This design comes from an exercise in tuning for small area, a short achievable clock period and few clock cycles per item on the open sky130 flow, not from production work. The RTL was checked by simulation tests, not by an equivalence proof against the original design. Power figures rest on the tool's default switching activity, not on a simulated workload.

## facet_tile
module facet_tile (
    input  wire        clk,
    input  wire        rst,
    input  wire        start,
    input  wire [1:0]  cls,           
    input  wire [31:0] crc_in,        
    output wire        idle,
    input  wire        in_valid,
    input  wire [7:0]  in_data,
    output wire        in_ready,
    output reg         out_valid,
    output reg  [63:0] out_data,
    input  wire        out_ready,
    output reg         done,
    output wire [3:0]  done_cause,    
    output wire [7:0]  done_offset,   
    output wire [31:0] done_arg,      
    output wire [31:0] done_crc       
);
For scale: about 1,600 cells after synthesis, about 250 flip-flops, ~17,000 um2 of cells after synthesis.
Settings: LEC_CHECK=0, CAP_MARGIN=20, CORE_MARGIN=2, CORE_UTILIZATION=30, CTS_CLUSTER_DIAMETER=100, CTS_CLUSTER_SIZE=30, GPL_TIMING_DRIVEN=1, PLACE_DENSITY=0.5, SLEW_MARGIN=20; clock period 10.0 ns.
run.sh (not shown) runs the stock make flow with config.mk's settings and CLKGATE_MAP_FILE= SYNTH_SCRIPT=/design/flow/synth_recipe.tcl, a recipe that flattens the netlist after the stock synthesis.
The first run ran to the end with no violations.
Testbench counts at the start, summed over its fixed seeds: cycles 528,443, tiles 1,920.
Rerun with:
- CTS_BUF_LIST: unset -> sky130_fd_sc_hd__clkbuf_8
- CTS_CLUSTER_DIAMETER: 100 -> unset
- CTS_CLUSTER_SIZE: 30 -> unset
- GPL_TIMING_DRIVEN: 1 -> unset
=> Clock power rose by a quarter to a third; die area is unchanged; power rose by a few percent; global-route usage rose by 0.47 points; clock-buffer cell count rose by 39; area after synthesis stays the same; setup slack got worse by 38 ps; final area rose by a few percent; wire length rose slightly; via count rose slightly.
Rerun with:
- CTS_BUF_LIST: sky130_fd_sc_hd__clkbuf_8 -> unset
- CTS_CLUSTER_DIAMETER: unset -> 100
- CTS_CLUSTER_SIZE: unset -> 30
Effect: The new run ran to the end with no violations; clock power goes down by 26%; synthesized area stays the same; maximum frequency climbs by 0.96%; sequential share of layout area climbs by 0.65 points; cell count falls by 2.6%; count of clock-buffer cells in the layout shrinks by 39.
Rerun with:
- CORE_UTILIZATION: 30 -> 40
- CTS_CLUSTER_DIAMETER: 100 -> unset
- CTS_CLUSTER_SIZE: 30 -> unset
- PLACE_DENSITY: 0.5 -> 0.6
Outcome: Wire length went down by 6.7%; sequential share of layout area went down by 0.49 points; synthesized cell count is unchanged; register-to-register slack is worse by 170 ps.


facet_tile, a different RTL version from the one above (not shown whole).
For scale: about 1700 cells after synthesis, about 250 flip-flops, roughly 190 I/O pins.
export LEC_CHECK = 0
export CAP_MARGIN = 20
export CORE_MARGIN = 2
export CORE_UTILIZATION = 60
export PLACE_DENSITY = 0.8
export SLEW_MARGIN = 20
create_clock -name core_clock -period 10.0 [get_ports {clk}]
Testbench counts at the start, summed over its fixed seeds: cycles 528,443, tiles 1,920.
==> next run, changes <==
ABC_CLOCK_PERIOD_IN_PS = 3000   (was not set)
CORE_UTILIZATION = 40   (was 60)
PLACE_DENSITY = 0.6   (was 0.8)
Final cell count climbs by a little under a tenth.
Via count fell by a few percent.
Utilization came out lower by 24 points.
Global-route usage drops by 13 points.
Design area came out higher slightly.
==> next run, changes <==
ABC_AREA = 1   (was not set)
ABC_CLOCK_PERIOD_IN_PS = not set   (was 3000)
What happened: The new run finished clean; core utilization goes down by 1.7 points; worst setup slack improves by 0.042 ns; final area came out higher by 26%; first-iteration DRC count increases by 96%; fmax rises by 1.1%; worst hold slack gets worse by 0.021 ns; area after synthesis came out higher by 31%; total power drops by 50%.
==> next run, changes <==
ABC_AREA = not set   (was 1)
CORE_UTILIZATION = 30   (was 40)
PLACE_DENSITY = 0.5   (was 0.6)
The new run ran to the end with no violations; clock power stays flat; via count went down by 45%; utilization drops by 9.9 points.
==> next run, changes <==
CORE_UTILIZATION = 40   (was 30)
PLACE_DENSITY = 0.6   (was 0.5)
SLEW_MARGIN = 55   (was 20)
Effect: Non-clock buffer count goes up by 5; worst setup slack is worse by 0.067 ns; fmax falls by 1.6%.
==> next run, changes <==
SLEW_MARGIN = 20   (was 55)
Die area is unchanged; clock-buffer cell count rose by 8; maximum frequency is higher slightly; flip-flop and latch count is unchanged; cell count barely changes; cell area goes down slightly.

-- separate check: timing with driven ports --
No port has a modelled driver above. Below, the same layouts with a new extraction and two added sets of constraints. Step 1 (the two cells are an assumption about what drives the block):
set clk [get_ports {clk}]
set_driving_cell -lib_cell sky130_fd_sc_hd__clkbuf_16 $clk
set_driving_cell -lib_cell sky130_fd_sc_hd__buf_2 [delete_from_list [all_inputs] $clk]
Step 2 times the ports against the registers' clock, not the clock port: input delays grow and output delays shrink by t, the midpoint of the rising clock arrivals with the driver on. Three values: ideal ports, drivers, drivers and shift; two values: the first two.
| run | t (ns) | setup slack, ns | hold slack, ns |
|---|---|---|---|
| the first run of note 1 | 0.589 | 6.011 / 5.959 / 5.768 | 0.471 / 0.471 / 0.471 |
| the second run of note 1 | 0.675 | 5.972 / 5.923 / 5.760 | 0.463 / 0.463 / 0.463 |
| the third run of note 1 | 0.589 | 6.011 / 5.959 / 5.768 | 0.471 / 0.471 / 0.471 |
| the fourth run of note 1 | 0.644 | 6.020 / 5.963 / 5.867 | 0.466 / 0.466 / 0.466 |
| the first run of note 2 | 0.611 | 5.910 / 5.856 / 5.786 | 0.477 / 0.477 / 0.477 |
| the second run of note 2 | 0.617 | 5.940 / 5.888 / 5.757 | 0.471 / 0.471 / 0.471 |
| the third run of note 2 | 0.670 | 5.982 / 5.921 / 5.812 | 0.450 / 0.450 / 0.450 |
| the fourth run of note 2 | 0.653 | 5.989 / 5.927 / 5.787 | 0.476 / 0.476 / 0.476 |
| the fifth run of note 2 | 0.638 | 5.922 / 5.869 / 5.973 | 0.473 / 0.473 / 0.473 |
| the sixth run of note 2 | 0.617 | 5.940 / 5.888 / 5.757 | 0.471 / 0.471 / 0.471 |
After both steps every run listed still meets setup and hold.
